What follows belongs to an exercise in optimizing a design on an open flow for small area, a short achievable clock period and few clock cycles per item; a production flow would make more cautious choices. Function was checked by simulation only, so behaviour that the tests miss may differ from the original.

[design/flow/config.mk]
export PLATFORM = sky130hd
export DESIGN_NAME = winnow_key
export DESIGN_NICKNAME = winnow_key
export VERILOG_FILES = /design/flow/design.v
export SDC_FILE = /design/flow/constraint.sdc
export NUM_CORES = 4
export LEC_CHECK = 0
export CAP_MARGIN = 20
export CORE_MARGIN = 2
export CORE_UTILIZATION = 40
export SLEW_MARGIN = 20
[design/flow/constraint.sdc]
create_clock -name core_clock -period 25.0 [get_ports {clk}]
set_input_delay 5.0000 -clock core_clock [delete_from_list [all_inputs] [get_ports {clk}]]
set_output_delay 5.0000 -clock core_clock [all_outputs]
set_load 0.01 [all_outputs]
[design/flow/design.v]
module winnow_key (
    input  wire        clk,
    input  wire        rst,
    input  wire        req_valid,
    output wire        req_ready,
    input  wire [31:0] req_period,
    input  wire [9:0]  req_n_inst,
    input  wire [15:0] req_i_pred,
    input  wire        req_pol,
    input  wire [15:0] req_p_sw,
    input  wire [7:0]  req_k_th,
    input  wire [7:0]  req_th_code,
    input  wire        cell_valid,
    output wire        cell_ready,
    input  wire        cell_last,
    input  wire [15:0] cell_vcap,
    input  wire [18:0] cell_tau,
    input  wire [23:0] cell_cgain,
    input  wire [7:0]  cell_temp,
    input  wire        cell_ins,
    input  wire [9:0]  cell_pos,
    output reg         out_valid,
    output reg         out_last,
    output reg  [33:0] out_ck
);
    localparam [1:0] S_IDLE  = 2'd0;
    localparam [1:0] S_MOD   = 2'd1;
    localparam [1:0] S_CELLS = 2'd2;
    localparam [23:0] MAX24 = 24'hFF_FFFF;
    reg [1:0]  state;
    reg [4:0]  bit_cnt;
    reg [31:0] r_period;
    reg [9:0]  r_n_inst;
    reg [15:0] r_i_pred;
    reg        r_pol;
    reg [15:0] r_p_sw;
    reg [7:0]  r_k_th;
    reg [7:0]  r_th_code;
    reg [9:0]  rot;
    reg        s1_valid;
    reg        s1_last;
    reg [15:0] s1_vcap;
    reg [18:0] s1_tau;
    reg [23:0] s1_cgain;
    reg [7:0]  s1_temp;
    reg        s1_ins;
    reg [9:0]  s1_pos;
    assign req_ready  = (state == S_IDLE) && !s1_valid;
    assign cell_ready = (state == S_CELLS);
    wire [10:0] rem_shift = {rot, r_period[bit_cnt]};
    wire [10:0] rem_sub   = rem_shift - {1'b0, r_n_inst};
    wire [9:0]  rem_next  = rem_sub[10] ? rem_shift[9:0] : rem_sub[9:0];
    always @(posedge clk) begin
        if (rst) begin
            state    <= S_IDLE;
            bit_cnt  <= 5'd0;
            rot      <= 10'd0;
            s1_valid <= 1'b0;
        end else begin
            s1_valid <= 1'b0;
            case (state)
                S_IDLE: begin
                    if (req_valid && req_ready) begin
                        r_period  <= req_period;
                        r_n_inst  <= req_n_inst;
                        r_i_pred  <= req_i_pred;
                        r_pol     <= req_pol;
                        r_p_sw    <= req_p_sw;
                        r_k_th    <= req_k_th;
                        r_th_code <= req_th_code;
                        rot       <= 10'd0;
                        bit_cnt   <= 5'd31;
                        state     <= S_MOD;
                    end
                end
                S_MOD: begin
                    rot     <= rem_next;
                    bit_cnt <= bit_cnt - 5'd1;
                    if (bit_cnt == 5'd0)
                        state <= S_CELLS;
                end
                S_CELLS: begin
                    if (cell_valid) begin
                        s1_valid <= 1'b1;
                        s1_last  <= cell_last;
                        s1_vcap  <= cell_vcap;
                        s1_tau   <= cell_tau;
                        s1_cgain <= cell_cgain;
                        s1_temp  <= cell_temp;
                        s1_ins   <= cell_ins;
                        s1_pos   <= cell_pos;
                        if (cell_last)
                            state <= S_IDLE;
                    end
                end
                default: state <= S_IDLE;
            endcase
        end
    end
    wire signed [34:0] i_tau = $signed(r_i_pred) * $signed(s1_tau);
    wire signed [57:0] prod  = i_tau * $signed({1'b0, s1_cgain});
    wire        prod_neg = prod[57];
    wire [57:0] prod_abs = prod_neg ? -prod : prod;
    wire [25:0] mag      = (prod_abs + 58'h0_8000_0000) >> 32;
    wire signed [26:0] delta = prod_neg ? -$signed({1'b0, mag}) : $signed({1'b0, mag});
    wire signed [27:0] v_sum  = $signed({8'd0, s1_vcap, 4'd0}) + delta;
    wire [23:0]        v_pred = v_sum[27] ? 24'd0 :
                                (v_sum > $signed({4'd0, MAX24})) ? MAX24 : v_sum[23:0];
    wire i_eff_nonneg = r_pol ? (r_i_pred[15] || r_i_pred == 16'd0) : !r_i_pred[15];
    wire [23:0] key_v = i_eff_nonneg ? v_pred : MAX24 - v_pred;
    wire [7:0]  hot    = (s1_temp > r_th_code) ? s1_temp - r_th_code : 8'd0;
    wire [15:0] kt_hot = r_k_th * hot;
    wire [20:0] th_pen = {1'b0, kt_hot, 4'd0};
    wire [21:0] pen_sum = {6'd0, r_p_sw} + {1'b0, th_pen};
    wire [15:0] pen    = (pen_sum > 22'h00FFFF) ? 16'hFFFF : pen_sum[15:0];
    wire signed [25:0] key_adj = s1_ins ? $signed({2'b00, key_v}) - $signed({10'd0, pen})
                                        : $signed({2'b00, key_v}) + $signed({10'd0, pen});
    wire [23:0] key = key_adj[25] ? 24'd0 :
                      (key_adj > $signed({2'b00, MAX24})) ? MAX24 : key_adj[23:0];
    wire [9:0] tie = (s1_pos >= rot) ? s1_pos - rot : s1_pos + r_n_inst - rot;
    wire [33:0] ck = {key, !s1_ins, tie[8:0]};
    always @(posedge clk) begin
        if (rst) begin
            out_valid <= 1'b0;
            out_last  <= 1'b0;
            out_ck    <= 34'd0;
        end else begin
            out_valid <= s1_valid;
            out_last  <= s1_valid && s1_last;
            out_ck    <= s1_valid ? ck : 34'd0;
        end
    end
endmodule
[design/flow/run.sh]
#!/bin/bash
# synth_recipe.tcl (not shown) runs the flow's synth.tcl, then flattens the netlist and writes it again
# the make line also repeats each setting of config.mk as NAME=value (left out here)
make -C /OpenROAD-flow-scripts/flow DESIGN_CONFIG=/design/flow/config.mk WORK_HOME=/design/flow/orfs CLKGATE_MAP_FILE= SYNTH_SCRIPT=/design/flow/synth_recipe.tcl finish
==> impl_metrics.json <==
{
  "cts_buffers": 29,
  "pin_count": 212,
  "avgSynthCellArea_um2": 9.15,
  "filler_cell_count": 14000,
  "synthToLayoutAreaGrowth_pct": 10.4,
  "h-tree-depth": 1,
  "die_area_um2": 148000,
  "routedWlPerCell_um": 18.4,
  "start_kind": "flip-flop",
  "synth_cells": 6357,
  "initial_utilization_pct": 40.4,
  "first_pass_iters": 6,
  "yosys_warnings": 1,
  "crit_fanout": 24,
  "hold_class": "flip-flop to flip-flop",
  "placed_area_um2": 62600,
  "synth.cell_area_um2": 58200,
  "dr.first_iter.drc_count": 2642,
  "grt_pass1_wl_um": 252000,
  "crit_type": "flip-flop to flip-flop",
  "core_um2": 144000,
  "grt_overflow": 0,
  "fin_ws_ps": 1520,
  "drive_gt1_share_pct": 4.88,
  "die_h_um": 385,
  "post-place-ws_ps": -84.7,
  "cpPeakStageDelay_ps": 750,
  "setup_viol": 0,
  "place_congestion": 0.887,
  "period_minus_slack_ps": 23480,
  "cts_root_buffer": "clkbuf_16",
  "drc_errors": 0,
  "die_x_um": 385,
  "port_buffers": 211,
  "tritoncts": "built",
  "final_area_um2": 64200,
  "hold_violations": 0,
  "insertion_delay_ps": 670,
  "cp_common_cell": "fa_1",
  "clkSinkCount": 224,
  "seq_area_frac_synth_pct": 10.6,
  "synthDistinctLibCells": 112,
  "num-nets-final": 8201,
  "grt_max_degree": 68,
  "required_ps": 25540,
  "antenna_left": 0,
  "antenna_found_initial": 7,
  "dpl.hpwl_um": 126000,
  "dp_cells": 8287,
  "tightestPinTransition_ps": 1020,
  "routed_wl_um": 154000,
  "cp.arrival_ps": 24020,
  "slew_headroom_pct": 32.1,
  "crit_path_end_kind": "flip-flop",
  "skew_ps": 25.9,
  "finalCritPeriodShare_pct": 93.9,
  "maxClockFrequency_ghz": 0.0426,
  "num_rows": 139,
  "drv_slew": 0,
  "grtUsageTotal_pct": 21.3,
  "viasPerCell": 5.18,
  "cap_violations": 0,
  "finish.utilization_pct": 44.6,
  "status": "timing/DRC/antenna clean",
  "clkTransAtPathRegs_ps": 70,
  "final_cell_count_no_fill": 8378,
  "async_flop_share_pct": 0,
  "vias": 43400,
  "clk_path_buf_depth": 3,
  "crit_path_top_delay_cell": "edfxtp_1",
  "grt_pass1_vias": 46400,
  "syn_nets": 8106,
  "synth_seq_cells": 224,
  "holdBufCountCts": 0,
  "n_antenna_cell": 0,
  "synth_edf_count": 170,
  "synth_ff_type": "edfxtp_1"
}
## worst paths after layout
kind              startpoint    endpoint  slack, ps  cells after the start
setup / recovery   s1_tau[8]  out_ck[30]       1520                     97
hold / removal       s1_last    out_last        460                      1
setup reg to reg   s1_tau[8]  out_ck[30]       1520                     97
hold reg to reg      s1_last    out_last        460                      1
## cell usage in the layout (no fill, tap or decap), types with 11 or more instances in the layout
cell             instances
o21bai_1                49
nand4_1                 29
o21a_1                  18
buf_4                  120
nor2_1                 218
xnor2_2                 11
ha_1                   370
clkbuf_16               33
nor2b_1                 35
nor4_1                  15
ha_2                    11
and2_1                 543
nand2b_1                61
dfxtp_1                 54
o211ai_1                16
mux2i_1                 13
nand3_1                 43
a31oi_1                 18
nand2_1                740
o21ai_1                 32
xnor2_1                167
xor2_1                  77
o31ai_1                 17
nor3_1                  43
a21o_1                  71
and3_1                  48
fa_1                  1192
a21oi_1                231
inv_1                 1362
or3_1                   22
o21ai_0                118
clkdlybuf4s50_1        211
edfxtp_1               170
## per-stage QoR
step	hold slack (ps)	TNS [ps]
floorplan	420	0
global route	487	-243
CTS	470	0
global placement	461	0
detailed placement	442	-138
finish	465	0
## layer usage
metal | global-route usage (%) | vias to the layer above | share of wire (%)
li1 | - | 19700 | -
met1 | 28.0 | 22300 | 42
met2 | 36.8 | 1152 | 50
met3 | 3.25 | 232 | 5.8
met4 | 5.45 | 12 | 2.9
met5 | 0 | - | 0.051
## cells in the mapped netlist, drive strengths merged (11+ instances only)
library cell,number,share of area (%)
nor4,18,0.24
nor3,46,0.41
a21oi,237,2.1
o21ai,156,1.4
o22ai,12,0.14
or3,22,0.24
edfxtp,170,8.8
and2,546,5.9
nand2b,61,0.66
dfxtp,54,1.9
nand3,44,0.39
a211oi,11,0.15
mux2i,14,0.24
nand2,741,4.8
a21boi,19,0.25
o31ai,19,0.25
nor2b,36,0.39
xor2,83,1.3
clkbuf,249,1.6
o211ai,16,0.21
xnor2,186,2.9
o21bai,50,0.66
fa,1192,41
inv,1362,8.8
ha,383,8.2
nand4,31,0.35
a31oi,19,0.20
a21o,71,0.92
or2,14,0.15
and3,48,0.52
nor2,220,1.4
buf,33,0.27
o21a,18,0.23
## state kept, by name (all words and copies together), names as in the netlist, 5 cells and up
register,cells
s1_tau,19
r_k_th,8
out_ck,34
s1_vcap,16
r_i_pred,16
bit_cnt,5
r_n_inst,10
s1_pos,10
r_th_code,8
rot,10
r_period,32
s1_cgain,24
r_p_sw,16
s1_temp,8
## kinds of logic (layout without fill, tap and decap cells)
family                     after synthesis  count (layout)  share of synthesized area [%]
and+or+nand+nor                       1877            1877                           16.2
buffers and inverters                 1644            1762                           10.7
adders and majority gates             1575            1575                           49.3
AOI/OAI and AO/OA                      739             739                           8.36
xor gates and xnor gates               269             269                           4.14
DFF                                    224             224                           10.6
muxes                                   29              29                          0.725
## cell type report
| cell class | count | area, um^2 | share of cell area [%] |
|---|---|---|---|
| multi-input cells | 4489 | 46300 | 72.1 |
| repair buffers | 346 | 3190 | 4.97 |
| flip-flops and latches | 224 | 6190 | 9.63 |
| inverters | 1362 | 5110 | 7.96 |
| clock buffers | 39 | 858 | 1.34 |
| clock inverters | 15 | 200 | 0.312 |
| well taps | 1903 | 2380 | 3.71 |
## worst max-delay path: cells and delay by family, from the launching register on
kind,cells,cell delay [ps]
adder cells (fa/ha/maj),18,7940
AND/OR/NAND/NOR,32,6610
AO/OA/AOI/OAI,35,6410
flip-flops,1,750
XOR/XNOR,4,620
buffers and inverters,7,510
multiplexers,1,400
## what timing repair did
item	CTS	global route
gates resized for setup	2	86
setup buffers	1	36
endpoints found under the setup margin	23	24
pin swaps	0	11
Testbench counts, summed over its fixed seeds: cycles 12,608, items 11,512.

[separate check: timing with driven ports]
No port has a modelled driver above. Below, the same layout with a new extraction and two added sets of constraints. Step 1 sets driving cells, clkbuf_16 on the clock port and buf_2 on the other inputs (assumed; they add their load-dependent delay and slew). Step 2 adds t to the input delays and takes it off the output delays; t is the mean of the earliest and latest rising clock arrival at the registers after step 1. Input paths then give back, and output paths get back, about the clock's delay inside the block. a / b / c = ideal / step 1 / step 2; a / b = the first two.
t, ns: 0.741
setup WS [ns]: 1.520 / 1.520 / 1.520
worst setup path at the end: register to register
worst slew at a driven data input, ns: 0.07
After both steps this run still meets setup and hold. For this run, drivers alone change the setup slack by 0.000 ns; drivers and shift together by 0.000 ns.
